Context: an optimization exercise on an open-source flow, tuned for small area, a short achievable clock period and few clock cycles per item. The choices shown serve that exercise and are no tape-out recipe.
In this exercise RTL edits were held to simulation tests only and were not proved equivalent to the original.
No activity file was given, so power comes from the tool's default toggle rates.

==> run P: inputs <==
// ozhan_arith
module ozhan_arith (
    input  wire        clk,
    input  wire        rst,         
    input  wire        in_valid,
    output wire        in_ready,
    input  wire [4:0]  op,
    input  wire [31:0] a,
    input  wire [3:0]  a_tag,
    input  wire [31:0] b,
    input  wire [3:0]  b_tag,
    output reg         out_valid,
    output reg  [31:0] r,           
    output reg  [3:0]  r_tag,
    output reg  [31:0] r2,          
    output reg  [3:0]  r2_tag,
    output reg         ov,
    output reg         sat,
    output reg         dz,
    output reg         tag_fault
);
    localparam OP_ADD  = 5'd0,  OP_SUB  = 5'd1,  OP_ADDS = 5'd2,  OP_SUBS = 5'd3;
    localparam OP_AND  = 5'd4,  OP_OR   = 5'd5,  OP_XOR  = 5'd6,  OP_SHL  = 5'd7;
    localparam OP_SHR  = 5'd8,  OP_SAR  = 5'd9,  OP_ROL  = 5'd10, OP_MIN  = 5'd11;
    localparam OP_MAX  = 5'd12, OP_CEQ  = 5'd13, OP_CLT  = 5'd14, OP_CLTU = 5'd15;
    localparam OP_TSET = 5'd16, OP_TCHK = 5'd17, OP_MULS = 5'd18, OP_MULU = 5'd19;
    localparam OP_DIVS = 5'd20, OP_DIVU = 5'd21;
    localparam T_RAW = 4'd0,  T_COUNT = 4'd1, T_TEMP = 4'd2,  T_PRES  = 4'd3;
    localparam T_FLOW = 4'd4, T_VOL   = 4'd5, T_TIME = 4'd6,  T_POWER = 4'd7;
    localparam T_ENERGY = 4'd8, T_FRAC = 4'd9, T_COND = 4'd10, T_STATE = 4'd11;
  ...
Settings: LEC_CHECK=0, CAP_MARGIN=30, CORE_MARGIN=2, CORE_UTILIZATION=45, GPL_TIMING_DRIVEN=1, PLACE_DENSITY=0.65, SETUP_SLACK_MARGIN=5, SLEW_MARGIN=20, TNS_END_PERCENT=0; clock period 11.5 ns.
run.sh (not shown) runs the stock make flow with config.mk's settings and CLKGATE_MAP_FILE= SYNTH_SCRIPT=/design/flow/synth_recipe.tcl, a recipe that flattens the netlist after the stock synthesis.
==> run X (differences from run P) <==
--- a/flow/design.v
+++ b/flow/design.v
@@ -280,43 +280,33 @@
         ({32{op_mm}} & mm_res) |
         {31'd0, op_cmp && cmp_bit};
     wire [32:0] m_x  = {m_sg, qa};                       
     wire [34:0] m_xs = {{2{m_x[32]}}, m_x};
     wire [63:0] m_row [0:4];
-    wire [4:0]  m_one = m_bth[4:0];
-    wire [4:0]  m_two = {1'b0, m_bth[8:5]};
-    wire [4:0]  m_neg = {1'b0, m_bth[13:10]};
     genvar gj;
     generate for (gj = 0; gj < 5; gj = gj + 1) begin : g_booth
-        wire [34:0] sel = ({35{m_one[gj]}} & m_xs) | ({35{m_two[gj]}} & {m_xs[33:0], 1'b0});
-        wire [34:0] rw  = sel ^ {35{m_neg[gj]}};
-        if (gj == 0) begin : g_r0
-            assign m_row[gj] = {29'd0, ~rw[34], rw[33:0]};
-        end else begin : g_rn
-            assign m_row[gj] = ({29'd0, ~rw[34], rw[33:0]} << (2 * gj)) |
-                               ({63'd0, m_neg[gj-1]} << (2 * gj - 2));
-        end
+        wire [34:0] sel = ({35{m_bth[gj]}} & m_xs) | ({35{m_bth[5+gj]}} & {m_xs[33:0], 1'b0});
+        wire [34:0] rw  = sel ^ {35{m_bth[10+gj]}};
+        assign m_row[gj] = {29'd0, ~rw[34], rw[33:0]} << (2 * gj);
     end endgenerate
-    reg  [63:0] m_k0;
-    always @(*) begin
-        case (m_idx)
-            2'd0: m_k0 = 64'hFFFF_FAAC_0000_0000;
-            2'd1: m_k0 = 64'hFFFF_FAA6_AC00_0000;
-            2'd2: m_k0 = 64'hFFFF_FAA6_A6AC_0000;
-            default: m_k0 = 64'hFFFF_FAA6_A6A6_AC00;
-        endcase
-    end
-    wire [63:0] m_acc = s_first ? m_k0 : {r2[23:0], r, 8'd0};
+    wire [4:0]  m_neg = m_bth[14:10];
+    localparam [63:0] M_K = 64'd0 - (64'd1 << 34) - (64'd1 << 36) - (64'd1 << 38)
+                                  - (64'd1 << 40) - (64'd1 << 42);
+    wire [63:0] m_e   = M_K | {55'd0, m_neg[4], 1'b0, m_neg[3], 1'b0, m_neg[2],
+                                1'b0, m_neg[1], 1'b0, m_neg[0]};
+    wire [63:0] m_acc = s_first ? 64'd0 : {r2[23:0], r, 8'd0};
     wire [63:0] c1s = m_acc ^ m_row[0] ^ m_row[1];
     wire [63:0] c1c = {(m_acc & m_row[0]) | (m_acc & m_row[1]) | (m_row[0] & m_row[1]), 1'b0};
     wire [63:0] c2s = m_row[2] ^ m_row[3] ^ m_row[4];
     wire [63:0] c2c = {(m_row[2] & m_row[3]) | (m_row[2] & m_row[4]) | (m_row[3] & m_row[4]), 1'b0};
     wire [63:0] c3s = c1s ^ c1c ^ c2s;
     wire [63:0] c3c = {(c1s & c1c) | (c1s & c2s) | (c1c & c2s), 1'b0};
     wire [63:0] c4s = c3s ^ c3c ^ c2c;
     wire [63:0] c4c = {(c3s & c3c) | (c3s & c2c) | (c3c & c2c), 1'b0};
-    wire [63:0] m_sum = c4s + c4c;
+    wire [63:0] c5s = c4s ^ c4c ^ m_e;
+    wire [63:0] c5c = {(c4s & c4c) | (c4s & m_e) | (c4c & m_e), 1'b0};
+    wire [63:0] m_sum = c5s + c5c;
     wire        m_last = (m_idx == 2'd0);
     wire [14:0] m_nbth = booth(chunk_of(qb, m_idx - 2'd1), 1'b0);
     wire fin_one  = s_first && (q_p || !(x_mul || x_div) || (x_mul && m_last));
     wire fin_mul  = s_mul && m_last;
     wire fin_dit  = s_diter && !dneg_q && !dneg_r && (cnt == 5'd1);
Settings changed: CAP_MARGIN 30 to 20, CORE_UTILIZATION 45 to 55, PLACE_DENSITY 0.65 to 0.75.
==> qor summary <==
item	run X	run P
Outcome	no timing/DRC/antenna violations	no timing/DRC/antenna violations
Final instance area	45900 um^2	46000 um^2
Simple-gate area share of the yosys netlist	18.6%	18.0%
Sum of routed wire length over all layers	244000 um	283000 um
Max IR drop VDD	0.115 mV	0.115 mV
Highest clock frequency the design can meet	148 MHz	143 MHz
Pint	1.43 mW	1.58 mW
Compound-gate portion of the synthesized area	28.7%	29.6%
Total power per unit cell area	44.3 nW/um^2	48.2 nW/um^2
Net Switching	0.606 mW	0.634 mW
CP Data Arrival Time	7.23 ns	7.42 ns
Count of flip-flops with a built-in enable after synthesis	125	124
Via count of the first global-routing pass	46600	45600
Testbench counts of run P, summed over its fixed seeds: cycles 31,931, items 24,000.
Testbench counts of run X, summed over its fixed seeds: cycles 31,931, items 24,000.

==> separate check: timing with driven ports <==
The flow's constraints put no driver on any port. The routed layouts listed below were extracted and timed again, unchanged, in two steps.
Step 1 (the two cells are an assumption about what drives the block):
set clk [get_ports {clk}]
set_driving_cell -lib_cell sky130_fd_sc_hd__clkbuf_16 $clk
set_driving_cell -lib_cell sky130_fd_sc_hd__buf_2 [delete_from_list [all_inputs] $clk]
Step 2 also shifts input and output timing later by t, the mid clock arrival at the registers, as if the neighbouring blocks saw the same clock.
a / b / c = no drivers / after step 1 / after step 2; a / b = the first two.
| run | t (ns) | slack for setup (ns) | hold slack, ns | slew at the worst register clock pin (ns) | worst data-port slew with drivers (ns) |
|---|---|---|---|---|---|
| run P | 0.691 | 4.531 / 4.531 / 4.477 | 0.336 / 0.336 / 0.336 | 0.07 / 0.07 | 0.07 |
| run X | 0.696 | 4.754 / 4.754 / 4.457 | 0.342 / 0.342 / 0.342 | 0.08 / 0.08 | 0.04 |
After both steps every run listed still meets setup and hold. The setup slack of run X, which loses most, moves by 0.000 ns with the drivers and by -0.297 ns with both steps.
